From an optimization exercise on the open Yosys and OpenROAD flow, aimed at small area and a short achievable clock period; shortcuts taken in it are not production practice.

==> 07-18 <==
// case_ecc_codec
module case_ecc_codec (
    input  wire         clk,
    input  wire         rst,
    input  wire         enc_valid,
    input  wire [127:0] enc_data,
    output wire         enc_out_valid,
    output wire [31:0]  enc_out_check,
    input  wire         dec_valid,
    input  wire [159:0] dec_word,
    input  wire [19:0]  dec_erase,
    output wire         dec_out_valid,
    output wire [127:0] dec_out_data,
    output wire         dec_out_corrected,
    output wire         dec_out_uncorrectable,
    output wire [4:0]   dec_out_last_dev
);
clock: 16.0 ns
lec_check: 0
cap_margin: 20
core_margin: 2
core_utilization: 35
slew_margin: 20
standard.sh (not shown) runs the stock make flow with config.mk's settings and CLKGATE_MAP_FILE= SYNTH_SCRIPT=/design/flow/synth_recipe.tcl, a recipe that flattens the netlist after the stock synthesis.
==> flow/flow/run.sh <==
#!/bin/bash
# Standard ORFS layout (standard.sh) with two changes:
#  - the port buffers are buf_2 cells instead of the delay buffers that
#    buffer_ports picks by default (every port still gets its buffer);
#  - timing repair aims below the clock period (repair_timing's setup
#    margin), so it keeps improving the worst paths past the constraint.
bash standard.sh SETUP_SLACK_MARGIN=11.3 TNS_END_PERCENT=100 \
    "BUFFER_PORTS_ARGS=-buffer_cell sky130_fd_sc_hd__buf_2" finish > standard.log 2>&1
==> 11-03: changes against 07-18 <==
--- a/flow/design.v
+++ b/flow/design.v
@@ -3176,103 +3176,103 @@
         wp2    <= e0_1 ? s1_1 : gf_sq(t0);
         zz2    <= gf_mul(e0_1 ? dd : 8'h01, ix);    
         tzero2 <= tzero_c;
         t0nz2  <= t0nz_c;
         chka2  <= chka_c;
     end
     reg        f0, ok, corr, szero;
-    reg [7:0]  ww, va, vb, x2s0;
+    reg [7:0]  s0z, va, vb, x2s0;
     reg [19:0] bel, bele, ma, mb, fixed, abv;
     reg [4:0]  last;
     reg [127:0] data_c;
     wire [159:0] cs;    
-    wire csx0 = s0_2[6] ^ s0_2[7];
-    wire csx1 = s0_2[4] ^ s0_2[5];
-    wire csx2 = s0_2[2] ^ s0_2[3];
-    wire csx3 = s0_2[0] ^ s0_2[1];
-    wire csx4 = s0_2[1] ^ csx0;
-    wire csx5 = s0_2[6] ^ csx1;
-    wire csx6 = s0_2[1] ^ s0_2[7];
-    wire csx7 = s0_2[3] ^ csx1;
-    wire csx8 = s0_2[4] ^ csx2;
-    wire csx9 = s0_2[0] ^ s0_2[5];
-    wire csx10 = s0_2[3] ^ s0_2[6];
-    wire csx11 = s0_2[5] ^ csx3;
-    wire csx12 = s0_2[0] ^ s0_2[7];
-    wire csx13 = s0_2[5] ^ s0_2[7];
-    wire csx14 = s0_2[2] ^ csx0;
-    wire csx15 = s0_2[4] ^ csx4;
-    wire csx16 = s0_2[2] ^ csx3;
-    wire csx17 = s0_2[3] ^ csx0;
-    wire csx18 = s0_2[3] ^ s0_2[7];
-    wire csx19 = s0_2[2] ^ csx13;
-    wire csx20 = s0_2[4] ^ csx12;
+    wire csx0 = s0z[6] ^ s0z[7];
+    wire csx1 = s0z[4] ^ s0z[5];
+    wire csx2 = s0z[2] ^ s0z[3];
+    wire csx3 = s0z[0] ^ s0z[1];
+    wire csx4 = s0z[1] ^ csx0;
+    wire csx5 = s0z[6] ^ csx1;
+    wire csx6 = s0z[1] ^ s0z[7];
+    wire csx7 = s0z[3] ^ csx1;
+    wire csx8 = s0z[4] ^ csx2;
+    wire csx9 = s0z[0] ^ s0z[5];
+    wire csx10 = s0z[3] ^ s0z[6];
+    wire csx11 = s0z[5] ^ csx3;
+    wire csx12 = s0z[0] ^ s0z[7];
+    wire csx13 = s0z[5] ^ s0z[7];
+    wire csx14 = s0z[2] ^ csx0;
+    wire csx15 = s0z[4] ^ csx4;
+    wire csx16 = s0z[2] ^ csx3;
+    wire csx17 = s0z[3] ^ csx0;
+    wire csx18 = s0z[3] ^ s0z[7];
+    wire csx19 = s0z[2] ^ csx13;
+    wire csx20 = s0z[4] ^ csx12;
     wire csx21 = csx2 ^ csx6;
-    wire csx22 = s0_2[0] ^ csx5;
-    wire csx23 = s0_2[5] ^ csx4;
-    wire csx24 = s0_2[6] ^ csx16;
+    wire csx22 = s0z[0] ^ csx5;
+    wire csx23 = s0z[5] ^ csx4;
+    wire csx24 = s0z[6] ^ csx16;
     wire csx25 = csx9 ^ csx17;
-    wire csx26 = s0_2[2] ^ csx5;
-    wire csx27 = s0_2[2] ^ csx1;
-    wire csx28 = s0_2[1] ^ csx7;
-    wire csx29 = s0_2[6] ^ csx2;
-    wire csx30 = s0_2[0] ^ csx8;
-    wire csx31 = s0_2[3] ^ s0_2[4];
-    wire csx32 = s0_2[1] ^ csx2;
-    wire csx33 = s0_2[4] ^ s0_2[6];
-    wire csx34 = s0_2[7] ^ csx1;
-    wire csx35 = s0_2[3] ^ csx13;
-    wire csx36 = s0_2[4] ^ csx17;
-    wire csx37 = s0_2[4] ^ csx14;
-    wire csx38 = s0_2[5] ^ csx29;
-    wire csx39 = s0_2[1] ^ s0_2[5];
+    wire csx26 = s0z[2] ^ csx5;
+    wire csx27 = s0z[2] ^ csx1;
+    wire csx28 = s0z[1] ^ csx7;
+    wire csx29 = s0z[6] ^ csx2;
+    wire csx30 = s0z[0] ^ csx8;
+    wire csx31 = s0z[3] ^ s0z[4];
+    wire csx32 = s0z[1] ^ csx2;
+    wire csx33 = s0z[4] ^ s0z[6];
+    wire csx34 = s0z[7] ^ csx1;
+    wire csx35 = s0z[3] ^ csx13;
+    wire csx36 = s0z[4] ^ csx17;
+    wire csx37 = s0z[4] ^ csx14;
+    wire csx38 = s0z[5] ^ csx29;
+    wire csx39 = s0z[1] ^ s0z[5];
     wire csx40 = csx10 ^ csx39;
-    wire csx41 = s0_2[1] ^ csx27;
+    wire csx41 = s0z[1] ^ csx27;
     wire csx42 = csx12 ^ csx27;
     wire csx43 = csx3 ^ csx31;
-    wire csx44 = s0_2[3] ^ csx15;
+    wire csx44 = s0z[3] ^ csx15;
     wire csx45 = csx2 ^ csx12;
     wire csx46 = csx9 ^ csx29;
-    wire csx47 = s0_2[2] ^ csx4;
+    wire csx47 = s0z[2] ^ csx4;
     wire csx48 = csx6 ^ csx27;
     wire csx49 = csx0 ^ csx11;
-    wire csx50 = s0_2[4] ^ csx3;
+    wire csx50 = s0z[4] ^ csx3;
     wire csx51 = csx10 ^ csx50;
-    wire csx52 = s0_2[0] ^ csx0;
+    wire csx52 = s0z[0] ^ csx0;
     wire csx53 = csx1 ^ csx52;
-    wire csx54 = s0_2[7] ^ csx2;
+    wire csx54 = s0z[7] ^ csx2;
     wire csx55 = csx9 ^ csx54;
-    wire csx56 = s0_2[3] ^ csx5;
-    wire csx57 = s0_2[2] ^ csx15;
+    wire csx56 = s0z[3] ^ csx5;
+    wire csx57 = s0z[2] ^ csx15;
     wire csx58 = csx1 ^ csx2;
     wire csx59 = csx10 ^ csx11;
     wire csx60 = csx6 ^ csx8;
-    wire csx61 = s0_2[0] ^ csx27;
+    wire csx61 = s0z[0] ^ csx27;
     wire csx62 = csx0 ^ csx2;
     wire csx63 = csx3 ^ csx62;
     wire csx64 = csx6 ^ csx31;
     wire csx65 = csx11 ^ csx14;
-    wire csx66 = s0_2[0] ^ csx29;
+    wire csx66 = s0z[0] ^ csx29;
     wire csx67 = csx3 ^ csx5;
-    wire csx68 = s0_2[2] ^ s0_2[5];
+    wire csx68 = s0z[2] ^ s0z[5];
     wire csx69 = csx6 ^ csx68;
-    wire csx70 = s0_2[0] ^ csx7;
-    wire csx71 = s0_2[2] ^ s0_2[7];
-    wire csx72 = s0_2[0] ^ s0_2[6];
-    wire csx73 = s0_2[6] ^ csx9;
-    assign cs[0] = s0_2[4];
-    assign cs[1] = s0_2[5];
+    wire csx70 = s0z[0] ^ csx7;
+    wire csx71 = s0z[2] ^ s0z[7];
+    wire csx72 = s0z[0] ^ s0z[6];
+    wire csx73 = s0z[6] ^ csx9;
+    assign cs[0] = s0z[4];
+    assign cs[1] = s0z[5];
     assign cs[2] = csx33;
     assign cs[3] = csx34;
     assign cs[4] = csx22;
     assign cs[5] = csx23;
     assign cs[6] = csx14;
     assign cs[7] = csx18;
     assign cs[8] = csx18;
-    assign cs[9] = s0_2[4];
+    assign cs[9] = s0z[4];
     assign cs[10] = csx35;
     assign cs[11] = csx36;
     assign cs[12] = csx7;
     assign cs[13] = csx22;
     assign cs[14] = csx23;
     assign cs[15] = csx14;
     assign cs[16] = csx14;
@@ -3383,59 +3383,59 @@
     assign cs[121] = csx25;
     assign cs[122] = csx69;
     assign cs[123] = csx70;
     assign cs[124] = csx16;
     assign cs[125] = csx32;
     assign cs[126] = csx30;
     assign cs[127] = csx28;
-    assign cs[128] = s0_2[0];
-    assign cs[129] = s0_2[1];
-    assign cs[130] = s0_2[2];
-    assign cs[131] = s0_2[3];
-    assign cs[132] = s0_2[4];
-    assign cs[133] = s0_2[5];
-    assign cs[134] = s0_2[6];
-    assign cs[135] = s0_2[7];
-    assign cs[136] = s0_2[7];
-    assign cs[137] = s0_2[0];
+    assign cs[128] = s0z[0];
+    assign cs[129] = s0z[1];
+    assign cs[130] = s0z[2];
+    assign cs[131] = s0z[3];
+    assign cs[132] = s0z[4];
+    assign cs[133] = s0z[5];
+    assign cs[134] = s0z[6];
+    assign cs[135] = s0z[7];
+    assign cs[136] = s0z[7];
+    assign cs[137] = s0z[0];
     assign cs[138] = csx6;
     assign cs[139] = csx71;
     assign cs[140] = csx18;
-    assign cs[141] = s0_2[4];
-    assign cs[142] = s0_2[5];
-    assign cs[143] = s0_2[6];
-    assign cs[144] = s0_2[6];
-    assign cs[145] = s0_2[7];
+    assign cs[141] = s0z[4];
+    assign cs[142] = s0z[5];
+    assign cs[143] = s0z[6];
+    assign cs[144] = s0z[6];
+    assign cs[145] = s0z[7];
     assign cs[146] = csx72;
     assign cs[147] = csx4;
     assign cs[148] = csx14;
     assign cs[149] = csx18;
-    assign cs[150] = s0_2[4];
-    assign cs[151] = s0_2[5];
-    assign cs[152] = s0_2[5];
-    assign cs[153] = s0_2[6];
+    assign cs[150] = s0z[4];
+    assign cs[151] = s0z[5];
+    assign cs[152] = s0z[5];
+    assign cs[153] = s0z[6];
     assign cs[154] = csx13;
     assign cs[155] = csx73;
     assign cs[156] = csx23;
     assign cs[157] = csx14;
     assign cs[158] = csx18;
-    assign cs[159] = s0_2[4];
+    assign cs[159] = s0z[4];
     always @(*) begin
         f0 = (ecnt2 == 2'd0);
         bel  = 20'd0;
         bele = 20'd0;
         for (j = 1; j < 20; j = j + 1) begin
             bel[j]  = bel[j-1] | hit2[j-1];
             bele[j] = bele[j-1] | e2[j-1];
         end
+        s0z = gf_mul(s0_2, zz2);
         x2s0 = 8'h00;
         for (j = 0; j < 20; j = j + 1)
             if (hit2[j] && bel[j]) x2s0 = x2s0 | cs[8*j +: 8];
-        ww = wp2 ^ (useb2 ? x2s0 : 8'h00);
-        va = gf_mul(ww, zz2);
+        va = gf_mul(wp2, zz2) ^ (useb2 ? x2s0 : 8'h00);
         vb = s0_2 ^ va;
         szero = tzero2 && (s0_2 == 8'h00);
         case (ecnt2)
             2'd0: ok = useb2 ? ((hit2 & bel) != 20'd0)    
                              : (szero || (t0nz2 && chka2 && (hit2 != 20'd0)));
             2'd1: ok = tzero2 || (t0nz2 && chka2 && ((hit2 & ~e2) != 20'd0));
             2'd2: ok = tzero2 || (t0nz2 && chka2 && ((hit2 & e2 & bele) != 20'd0));
==> qor summary <==
quantity                                                                       07-18               11-03
Result of the run                                           timing/DRC/antenna clean  timing/DRC/antenna clean
ClkCell Share                                                                 0.0410              0.0421
CP max-delay cell                                                            o31ai_4             o41ai_4
Reg-to-Reg Start                                                       u_dec.s0_2[4]       u_dec.s0_2[3]
Placed cell count                                                              10000                9938
Worst Hold End                                                         u_dec.s0_2[4]     u_dec.data2[37]
DPL Wire Length                                                            235000 um           217000 um
Post-Synth Adder-Cell Area                                                   0.00589             0.00529
First drt pass iteration count                                                    10                   9
Number of signal-net inverters in the final layout                                88                  91
Worst path depth                                                                  25                  20
Largest stage delay on the critical path                                     0.40 ns             0.58 ns
Post-Route Skew                                                             0.101 ns           0.0766 ns
Floorplan core area                                                        0.181 mm2           0.180 mm2
Final Routed Wirelength                                                    326000 um           293000 um
Last weighted congestion value of the routability-driven placer                 1.01                1.06
Capturing point of the worst reg2reg path                        u_dec.out_data[124]  u_dec.out_data[51]
Function was not checked in any run of this note: the RTL went through the layout flow alone.

[static timing again, ports no longer ideal]
The flow's constraints put no driver on any port. The routed layouts listed below were extracted and timed again, unchanged, in two steps.
Step 1, drivers: a clkbuf_16 drives clk and a buf_2 each remaining input, both assumed.
Step 2 also shifts input and output timing later by t, the mid clock arrival at the registers, as if the neighbouring blocks saw the same clock.
a / b / c = ideal ports / drivers / drivers and shift; a / b = the first two.
| run | t, ns | setup WS [ns] | worst data-port slew with drivers (ns) | cell pins on the clock port's net |
|---|---|---|---|---|
| 07-18 | 0.818 | 10.534 / 10.534 / 10.534 | 0.10 | 1 |
| 11-03 | 0.805 | 10.984 / 10.984 / 10.984 | 0.11 | 1 |
After both steps setup and hold are still met in every run listed.
